From an optimization exercise on the open Yosys and OpenROAD flow, aimed at small area, a short achievable clock period and few clock cycles per item; shortcuts taken in it are not production practice.
Function not checked in this run: the RTL went through the layout flow alone.

File: flow/config.mk
export PLATFORM = sky130hd
export DESIGN_NAME = cmp_coder
export DESIGN_NICKNAME = cmp_coder
export VERILOG_FILES = /design/flow/design.v
export SDC_FILE = /design/flow/constraint.sdc
export NUM_CORES = 4
export LEC_CHECK = 0
export CAP_MARGIN = 20
export CORE_MARGIN = 2
export CORE_UTILIZATION = 40
export SLEW_MARGIN = 20
File: flow/constraint.sdc
create_clock -name core_clock -period 55.0 [get_ports {clk}]
set_input_delay 11.0000 -clock core_clock [delete_from_list [all_inputs] [get_ports {clk}]]
set_output_delay 11.0000 -clock core_clock [all_outputs]
set_load 0.01 [all_outputs]
File: flow/design.v
module cmp_coder (
    input  wire        clk,
    input  wire        rst,         
    input  wire [1:0]  cfg_fmt,     
    input  wire [1:0]  cfg_type,    
    input  wire        cfg_pred,    
    input  wire [2:0]  cfg_e,       
    input  wire        in_valid,
    output wire        in_ready,
    input  wire [15:0] in_pix,
    input  wire        in_last,
    output reg         out_valid,
    input  wire        out_ready,
    output reg  [31:0] out_data,
    output reg         out_last,
    output wire [15:0] res_len,     
    output wire [15:0] res_npix,    
    output wire [31:0] res_crc      
);
    localparam [31:0] CRC_POLY = 32'h82F6_3B78;    
    reg        rst_r;        
    reg        run;          
    reg        rdy;          
    reg        pend;         
    reg        first_exp;    
    assign in_ready = rdy;
    wire accept = in_valid & rdy;
    reg [1:0] fmt_r;
    reg [1:0] type_r;
    reg       pred_r;
    reg [2:0] e_r;
    wire        is_raw = (type_r == 2'd1);
    wire        is_bnd = (type_r == 2'd3);
    wire [15:0] maxv   = (fmt_r == 2'd0) ? 16'h03FF : (fmt_r == 2'd1) ? 16'h0FFF : 16'hFFFF;
    wire [15:0] half   = (fmt_r == 2'd0) ? 16'h0200 : (fmt_r == 2'd1) ? 16'h0800 : 16'h8000;
    wire [2:0]  ee     = is_bnd ? e_r : 3'd0;           
    wire [3:0]  w      = {ee, 1'b1};                    
    reg        s0_v, s0_last, s0_first;
    reg [15:0] s0_pix;
    always @(posedge clk) begin
        rst_r <= rst;
        if (rst_r) begin
            s0_v      <= 1'b0;
            first_exp <= 1'b1;
        end else if (run) begin
            s0_v     <= accept;
            s0_pix   <= in_pix;
            s0_last  <= in_last;
            s0_first <= first_exp;
            if (accept) first_exp <= in_last;
        end
        if (accept && first_exp) begin
            fmt_r  <= cfg_fmt;
            type_r <= cfg_type;
            pred_r <= cfg_pred;
            e_r    <= cfg_e;
        end
    end
    reg [15:0] x1, x2;        
    reg [1:0]  pos;           
    wire [15:0] x  = s0_pix & maxv;
    wire        i1 = !s0_first && (pos == 2'd1);
    wire [15:0] xp = s0_first ? half : (pred_r && !i1) ? x2 : x1;
    wire [1:0]  asel = s0_first ? 2'd0 : (pred_r && !i1) ? 2'd2 : 2'd1;
    wire [16:0] dpos = {1'b0, x} - {1'b0, xp};
    wire [16:0] dneg = {1'b0, xp} - {1'b0, x};
    wire        sgn_c = (fmt_r == 2'd0) ? dpos[9] : (fmt_r == 2'd1) ? dpos[11] : dpos[15];
    wire        sgn   = is_bnd ? dpos[16] : sgn_c;
    wire [15:0] mag   = is_bnd ? (dpos[16] ? dneg[15:0] : dpos[15:0])
                               : ((sgn_c ? dneg[15:0] : dpos[15:0]) & maxv);
    function [5:0] dstep;
        input [3:0] r;
        input [1:0] bits;
        input [2:0] e;
        reg [5:0] t, w1, w2, w3;
        begin
            t  = {r, bits};
            w1 = {2'b00, e, 1'b1};
            w2 = {1'b0, e, 2'b10};
            w3 = {1'b0, e, 2'b10} + {2'b00, e, 1'b1};
            if (t >= w3)      dstep = {2'd3, t[3:0] - w3[3:0]};
            else if (t >= w2) dstep = {2'd2, t[3:0] - w2[3:0]};
            else if (t >= w1) dstep = {2'd1, t[3:0] - w1[3:0]};
            else              dstep = {2'd0, t[3:0]};
        end
    endfunction
    reg [3:0]  r1;
    reg [7:0]  q1;
    integer i;
    always @(*) begin
        r1 = 4'd0;
        for (i = 3; i >= 0; i = i - 1)
            {q1[2*i+1 -: 2], r1} = dstep(r1, mag[2*i+9 -: 2], ee);
    end
    reg        s1_v, s1_last, s1_first, s1_sgn;
    reg [1:0]  s1_asel;
    reg [3:0]  s1_r;
    reg [15:0] s1_q;          
    always @(posedge clk) begin
        if (rst_r) begin
            s1_v <= 1'b0;
        end else if (run) begin
            s1_v     <= s0_v;
            s1_last  <= s0_last;
            s1_first <= s0_first;
            s1_sgn   <= sgn;
            s1_asel  <= asel;
            s1_r     <= r1;
            s1_q     <= {q1, mag[7:0]};
            if (s0_v) begin
                x2  <= x1;
                x1  <= x;
                pos <= s0_first ? 2'd1 : (pos == 2'd2) ? 2'd2 : pos + 2'd1;
            end
        end
    end
    reg [3:0]  r2;
    reg [7:0]  q2;
    always @(*) begin
        r2 = s1_r;
        for (i = 3; i >= 0; i = i - 1)
            {q2[2*i+1 -: 2], r2} = dstep(r2, s1_q[2*i+1 -: 2], ee);
    end
    reg        s2_v, s2_last, s2_first, s2_sgn;
    reg [1:0]  s2_asel;
    reg [3:0]  s2_r;
    reg [15:0] s2_q;
    always @(posedge clk) begin
        if (rst_r) begin
            s2_v <= 1'b0;
        end else if (run) begin
            s2_v     <= s1_v;
            s2_last  <= s1_last;
            s2_first <= s1_first;
            s2_sgn   <= s1_sgn;
            s2_asel  <= s1_asel;
            s2_r     <= r2;
            s2_q     <= {s1_q[15:8], q2};
        end
    end
    reg signed [3:0] adj1, adj2;    
    reg [1:0]  ctx;                 
    reg [21:0] a_r [0:3];
    reg [5:0]  n_r [0:3];
    reg [13:0] npix;
    wire [15:0] x3 = s1_v ? x2 : x1;
    wire signed [3:0] adjp = (s2_asel == 2'd0) ? 4'sd0 : (s2_asel == 2'd1) ? adj1 : adj2;
    wire signed [5:0] tt   = $signed({2'b00, s2_r}) + (s2_sgn ? -{{2{adjp[3]}}, adjp} : {{2{adjp[3]}}, adjp});
    wire        corr = (tt > $signed({3'b000, ee}));
    wire signed [5:0] sp   = corr ? tt - $signed({2'b00, w}) : tt;    
    wire signed [5:0] s    = s2_sgn ? -sp : sp;                       
    wire signed [17:0] hu  = $signed({2'b00, x3}) - {{12{s[5]}}, s};
    wire        lo = hu < 0;
    wire        hi = hu > $signed({2'b00, maxv});
    wire [15:0] h  = lo ? 16'd0 : hi ? maxv : hu[15:0];
    wire signed [3:0] adjn = lo ? $signed(x3[3:0]) : hi ? $signed(x3[3:0] - maxv[3:0]) : s[3:0];
    wire [15:0] qp1 = s2_q + 16'd1;
    wire [15:0] qm1 = s2_q - 16'd1;
    wire        qz  = (s2_q == 16'd0);
    reg  [15:0] m;
    always @(*) begin
        if (!corr)
            m = (s2_sgn && !qz) ? {qm1[14:0], 1'b1} : {s2_q[14:0], 1'b0};
        else
            m = s2_sgn ? {s2_q[14:0], 1'b1} : {qp1[14:0], 1'b0};
    end
    wire [21:0] a_c = a_r[ctx];
    wire [5:0]  n_c = n_r[ctx];
    reg  [16:0] kok;
    integer kk;
    always @(*) begin
        for (kk = 0; kk <= 16; kk = kk + 1)
            kok[kk] = ((a_c >> (kk + 6)) == 22'd0) &&
                      ((((a_c >> kk) & 22'h3F) < {16'd0, n_c}) ||
                       ((((a_c >> kk) & 22'h3F) == {16'd0, n_c}) &&
                        ((a_c & ~(22'h3FFFFF << kk)) == 22'd0)));
    end
    reg  [4:0]  k;
    always @(*) begin
        k = 5'd16;
        for (kk = 16; kk >= 0; kk = kk - 1)
            if (kok[kk]) k = kk[4:0];
    end
    reg        s3_v, s3_last, s3_first, s3_raw;
    reg [1:0]  s3_fmt;
    reg [15:0] s3_m;          
    reg [4:0]  s3_k;
    reg [15:0] s3_h;
    integer j3;
    always @(posedge clk) begin
        if (rst_r) begin
            s3_v <= 1'b0;
            ctx  <= 2'd0;
            adj1 <= 4'sd0;
            adj2 <= 4'sd0;
            for (j3 = 0; j3 < 4; j3 = j3 + 1) begin
                a_r[j3] <= 22'd4;
                n_r[j3] <= 6'd1;
            end
        end else if (run) begin
            s3_v     <= s2_v;
            s3_last  <= s2_last;
            s3_first <= s2_first;
            s3_raw   <= is_raw;
            s3_fmt   <= fmt_r;
            s3_m     <= m;
            s3_k     <= k;
            s3_h     <= h;
            if (s2_v) begin
                npix  <= s2_first ? 14'd1 : npix + 14'd1;
                adj2  <= adj1;
                adj1  <= is_bnd ? adjn : 4'sd0;
                ctx   <= (m == 16'd0) ? 2'd0 : (m <= 16'd2) ? 2'd1 : (m <= 16'd14) ? 2'd2 : 2'd3;
                if (!is_raw) begin
                    if (n_c == 6'd63) begin
                        a_r[ctx] <= (a_c + {6'd0, m}) >> 1;
                        n_r[ctx] <= 6'd32;
                    end else begin
                        a_r[ctx] <= a_c + {6'd0, m};
                        n_r[ctx] <= n_c + 6'd1;
                    end
                end
                if (s2_last) begin
                    ctx <= 2'd0;
                    for (j3 = 0; j3 < 4; j3 = j3 + 1) begin
                        a_r[j3] <= 22'd4;
                        n_r[j3] <= 6'd1;
                    end
                end
            end
        end
    end
    assign res_npix = {2'b00, npix};
    wire [4:0] b4 = (s3_fmt == 2'd0) ? 5'd10 : (s3_fmt == 2'd1) ? 5'd12 : 5'd16;
    function [31:0] zsh;
        input [31:0] c;
        input integer n;
        integer j;
        reg [31:0] cc;
        begin
            cc = c;
            for (j = 0; j < n; j = j + 1)
                cc = cc[0] ? ((cc >> 1) ^ CRC_POLY) : (cc >> 1);
            zsh = cc;
        end
    endfunction
    reg  [31:0] crc;          
    reg  [2:0]  cbits;        
    wire [31:0] crc_in = s3_first ? 32'd0 : crc;
    wire [2:0]  cb_in  = s3_first ? 3'd0 : cbits;
    wire [2:0]  cb_new = cb_in + b4[2:0];
    wire [31:0] u10 = zsh(crc_in ^ {16'd0, s3_h}, 10);
    wire [31:0] u12 = zsh(u10, 2);
    wire [31:0] u14 = zsh(u12, 2);
    wire [31:0] u16 = zsh(u14, 2);
    wire [31:0] o32 = 32'hFFFF_FFFF;
    wire [4:0]  nsh = s3_last ? (b4 + {2'b00, 3'd0 - cb_new}) : b4;
    reg  [31:0] crc_new;
    always @(*) begin
        case (nsh)
            5'd10:   crc_new = u10 ^ zsh(o32, 10) ^ o32;
            5'd12:   crc_new = u12 ^ zsh(o32, 12) ^ o32;
            5'd14:   crc_new = u14 ^ zsh(o32, 14) ^ o32;
            default: crc_new = u16 ^ zsh(o32, 16) ^ o32;
        endcase
    end
    assign res_crc = crc;
    wire [15:0] qv  = s3_m >> s3_k;
    wire        esc = (qv >= 16'd24);
    reg  [16:0] vv;
    reg  [4:0]  uu;
    reg  [5:0]  clen;
    always @(*) begin
        if (s3_raw) begin
            vv   = {1'b0, s3_h};
            uu   = 5'd0;
            clen = {1'b0, b4};
        end else if (esc) begin
            vv   = {1'b0, s3_m};
            uu   = 5'd24;
            clen = 6'd24 + {1'b0, b4};
        end else begin
            vv   = {(s3_m & ~(16'hFFFF << s3_k)), 1'b0};
            uu   = qv[4:0];
            clen = {1'b0, qv[4:0]} + 6'd1 + {1'b0, s3_k};
        end
    end
    reg [71:0] acc;           
    reg [6:0]  nbits;
    reg [15:0] nbytes;        
    reg        flushing;      
    wire        ins  = run && s3_v;
    wire [6:0]  sh   = nbits + {2'b00, uu};
    wire [87:0] ones = (~({88{1'b1}} << sh)) & ({88{1'b1}} << nbits);
    wire [87:0] vpl  = {71'd0, vv} << sh;
    wire [87:0] accI = ins ? ({16'd0, acc} | ones | vpl) : {16'd0, acc};
    wire [6:0]  nbI  = nbits + (ins ? {1'b0, clen} : 7'd0);
    wire want      = flushing ? (nbits != 7'd0) : (nbits >= 7'd32);
    wire take      = want && (!out_valid || out_ready);
    wire take_last = flushing && (nbits <= 7'd32);
    wire [6:0]  nb_t  = take_last ? 7'd0 : nbI - 7'd32;
    wire [6:0]  nb_n  = take ? nb_t : nbI;
    wire        ov_n  = want || (out_valid && !out_ready);
    wire [6:0]  lsum  = {4'd0, nbits[2:0]} + {1'b0, clen} + (s3_last ? 7'd7 : 7'd0);
    assign res_len = nbytes;
    wire pend_n  = (run && s2_v && s2_last) ? 1'b1 :
                   (out_valid && out_ready && out_last) ? 1'b0 : pend;
    wire s0v_n   = run ? accept : s0_v;
    wire s1v_n   = run ? s0_v : s1_v;
    wire s2v_n   = run ? s1_v : s2_v;
    wire s2f_n   = run ? s1_first : s2_first;
    wire fexp_n  = accept ? in_last : first_exp;
    wire ok_t    = (nb_t <= 7'd32) || (nb_t <= 7'd48 && !ov_n);
    wire ok_k    = (nbI <= 7'd32) || (nbI <= 7'd48 && !ov_n);
    wire pack_ok = take ? ok_t : ok_k;
    wire hold3   = s2v_n && s2f_n && pend_n;
    wire run_n   = pack_ok && !hold3;
    wire rdy_n   = run_n && !(fexp_n && (s0v_n || s1v_n));
    always @(posedge clk) begin
        if (rst) begin
            run       <= 1'b0;
            rdy       <= 1'b0;
            out_valid <= 1'b0;
        end else if (rst_r) begin
            run       <= 1'b1;
            rdy       <= 1'b1;
            out_valid <= 1'b0;
        end else begin
            run       <= run_n;
            rdy       <= rdy_n;
            out_valid <= ov_n;
        end
        if (rst_r) begin
            acc      <= 72'd0;
            nbits    <= 7'd0;
            flushing <= 1'b0;
            pend     <= 1'b0;
        end else begin
            acc      <= take ? accI[87:32] : accI[71:0];
            nbits    <= nb_n;
            pend     <= pend_n;
            if (ins && s3_last) flushing <= 1'b1;
            if (take && take_last) flushing <= 1'b0;
        end
        if (take) begin
            out_data <= acc[31:0];
            out_last <= take_last;
        end
        if (ins) begin
            nbytes <= (s3_first ? 16'd0 : nbytes) + {12'd0, lsum[6:3]};
            crc    <= crc_new;
            cbits  <= cb_new;
        end
    end
endmodule
File: flow/run.sh
#!/bin/bash
# synth_recipe.tcl (not shown) runs the flow's synth.tcl, then flattens the netlist and writes it again
# the make line also repeats each setting of config.mk as NAME=value (left out here)
make -C /OpenROAD-flow-scripts/flow DESIGN_CONFIG=/design/flow/config.mk WORK_HOME=/design/flow/orfs CLKGATE_MAP_FILE= SYNTH_SCRIPT=/design/flow/synth_recipe.tcl finish
==> run summary <==
cell families (layout without fill, tap and decap cells):
logic type / after synthesis / after routing / share of synthesized area (%)
and+or+nand+nor: 1304 / 1304 / 16.1
AOI/OAI and AO/OA: 1118 / 1118 / 18.8
DFF: 464 / 464 / 33.8
buffers and inverters: 391 / 490 / 3.98
adders and majority gates: 352 / 352 / 12.2
xor gates and xnor gates: 350 / 350 / 9.03
muxes: 160 / 160 / 6.04
other: 1 / 2 / 0.00981
final timing paths:
check                              start                   end  depth (start not counted)
setup / recovery               out_ready  acc[29]$_SDFFE_PP0P_                          9
hold reg to reg   s1_q[15]$_SDFFCE_PP1P_    s2_q[15]$_DFFE_PP_                          0
setup reg to reg    pos[0]$_SDFFCE_PP1P_     s1_r[1]$_DFFE_PP_                         51
hold / removal    s1_q[15]$_SDFFCE_PP1P_    s2_q[15]$_DFFE_PP_                          0
stage by stage:
| stage | instances | util (%) | setup WS, ns | area (µm²) |
|---|---|---|---|---|
| after floorplan | 4141 | - | 41.79 | 38200 |
| after global placement | 5403 | 43.1 | 41.07 | 40900 |
| after detailed placement | 5403 | 43.1 | 41.04 | 40900 |
| after CTS | 5505 | 45.1 | 41.69 | 42700 |
| after global routing | 5505 | 45.1 | 41.44 | 42700 |
| final | 5505 | 45.1 | 41.66 | 42700 |
routing by layer:
| layer | vias up | wire length (µm) | track usage, % |
|---|---|---|---|
| li1 | 15306 | - | - |
| met4 | 2 | 5550 | 9.97 |
| met5 | - | 8 | 0 |
| met3 | 319 | 7780 | 3.75 |
| met1 | 15563 | 51700 | 31.5 |
| met2 | 1243 | 52100 | 37.0 |
cell usage after synthesis, types with 31 or more instances:
master and instances:
ha_1 315, o21ai_0 205, fa_1 36, xnor2_1 224
o22ai_1 35, nor2_1 437, mux4_2 52, nor2b_1 75
nand2_1 317, edfxtp_1 362, clkbuf_1 146, inv_1 187
nor3_1 82, mux2i_1 79, xor2_1 97, dfxtp_1 102
o211ai_1 31, a21oi_1 357, a21o_1 70, nand2b_1 92
nand3_1 95, nand4_1 31, a211oi_1 61, a31oi_1 46
or2_2 34
final cells by class:
cell class | count | area (µm²)
tap | 1265 | 1580
clock inverter | 32 | 409
fill | 9089 | 52100
clock buffer | 70 | 1470
sequential | 464 | 12900
timing repair buffer | 198 | 1800
inverter | 190 | 714
multi-input combinational | 3286 | 23900
registers in the layout, summed over array words and instances, names as in the netlist, 24 cells and up, named ones only:
register,count
a_r,88
acc,72
crc,32
n_r,24
out_data,32
==> out/metrics.csv <==
stage;metric;value;unit
floorplan;start_util;40.3;%
setup_path;critical_path_required;55.45;ns
floorplan;io_pins;128;
cts;cts_resized;0;
floorplan;core_area;94900;µm²
setup_path;critPathTopFamily;simple AND/OR/NAND/NOR gates;
setup_path;worstPathMaxFanout;44;
finish;layout_common_cells;nor2_1, edfxtp_1, a21oi_1;
floorplan;rows;113;
timing;finClkSkew;0.0238;ns
route;via_count;32433;
setup_path;rrSetupSlack;43.24;ns
synthesis;yosysUniqueCellTypes;104;
global_route;antenna_found_initial;2;
timing;rsz0062_at_grt;no;
route;postRouteWirelength;117;mm
synthesis;synthTopCellsByArea;edfxtp_1, ha_1, dfxtp_1, xnor2_1, a21oi_1;
cts;clock_sinks;464;
timing;fmax;0.0750;GHz
finish;drive_gt1_share;8.18;%
global_route;grt_overflow;0;
synthesis;synth_edf_count;362;
placement;io_buffer_count;125;
floorplan;die_area;98000;µm²
route;firstDrtPassIters;9;
setup_path;critPathArrivalTime;13.79;ns
finish;layout.nets;4575;
route;ant_nets;0;
finish;mostFrequentLayoutCell;nor2_1;
timing;fin_setup_tns;0;ns
cts;holdBufCountCts;0;
global_route;first_global_vias;31006;
synthesis;synth.yosys.warnings;1;
route;drt_iter0_drc;3303;
synthesis;synth_top_area_cell;edfxtp_1;
timing;setup_viol;0;
setup_path;worst_path_most_repeated_cell;nand2_1;
outcome;status;timing/DRC/antenna clean;
timing;slew_viol_final;0;
global_route;grt_max_degree;57;
setup_path;max_stage_delay;0.73;ns
placement;dp_hpwl;83.3;mm
route;post_drt_wl_per_cell;21.3;µm
placement;place_congestion;0.975;
floorplan;fp.dieH;313;µm
setup_path;cp_cell_sequence;clkdlybuf4s50_1, nand2b_1, nand2_1, buf_4, nand2_1, a311oi_1, o31ai_1, a31oi_1, a2111oi_1;
setup_path;end_kind;flip-flop;
synthesis;ys_seq_elements;464;
cts;cts_setup_buffers;0;
setup_path;cp_num_buf_inv;2;
timing;timing.hold.ws;0.417;ns
setup_path;worst-setup-path-type;input port to flip-flop;
timing;tightest_slew;1.08;ns
global_route;grt_pass1_wl;182;mm
timing;slew-limit-headroom;27.2;%
setup_path;crit_path_top_delay_cell;nand2_1;
route;drc;0;
cts;root_buffer;clkbuf_16;
cts;clock_latency;0.64;ns
global_route;grt_usage;23.3;%
cts;htreeDepth;2;
synthesis;synth_area_per_cell;9.23;µm²
finish;syn_to_final_growth;11.9;%
run;cap_violations;0;
synthesis;async_flop_share;0;%
timing;finalCriticalPeriod;13.34;ns
route;avgViaCountPerCell;5.89;
floorplan;die_x;313;µm
synthesis;ys_seq_area_share;33.8;%
cts;cts_tree;built;
synthesis;yosys.area.top_type_share;28.4;%
finish;antenna_cells;0;
timing;hold_viol_final;0;
cts;clkTransAtPathRegs;0.06;ns
timing;min_period_over_period;24.3;%
setup_path;startpoint_type;input port;
synthesis;synth.cell_area;38200;µm²
hold_path;hp-class;flip-flop to flip-flop;
synthesis;ys.flop_type;edfxtp_1;
cts;cts_buffers;55;
cts;cts_max_path_buffers;3;
synthesis;synthCells;4140;

what the ideal ports hide:
No port has a modelled driver above. Below, the same layout with a new extraction and two added sets of constraints. Step 1 assumes that a clkbuf_16 drives the clock port and a buf_2 every other input. Step 2 adds t to the input delays and takes it off the output delays; t is the mean of the earliest and latest rising clock arrival at the registers after step 1. Input paths then give back, and output paths get back, about the clock's delay inside the block. Slacks: ideal ports / drivers / drivers and shift; pairs: ideal ports / drivers.
t, ns: 0.690
setup slack, ns: 41.661 / 41.679 / 40.990
hold WS [ns]: 0.417 / 0.417 / 0.417
slew at the worst register clock pin (ns): 0.06 / 0.06
cell pins on the clock port's net: 1
After both steps setup and hold are still met in this run. The setup slack of this run moves by +0.018 ns with the drivers and by -0.671 ns with both steps.
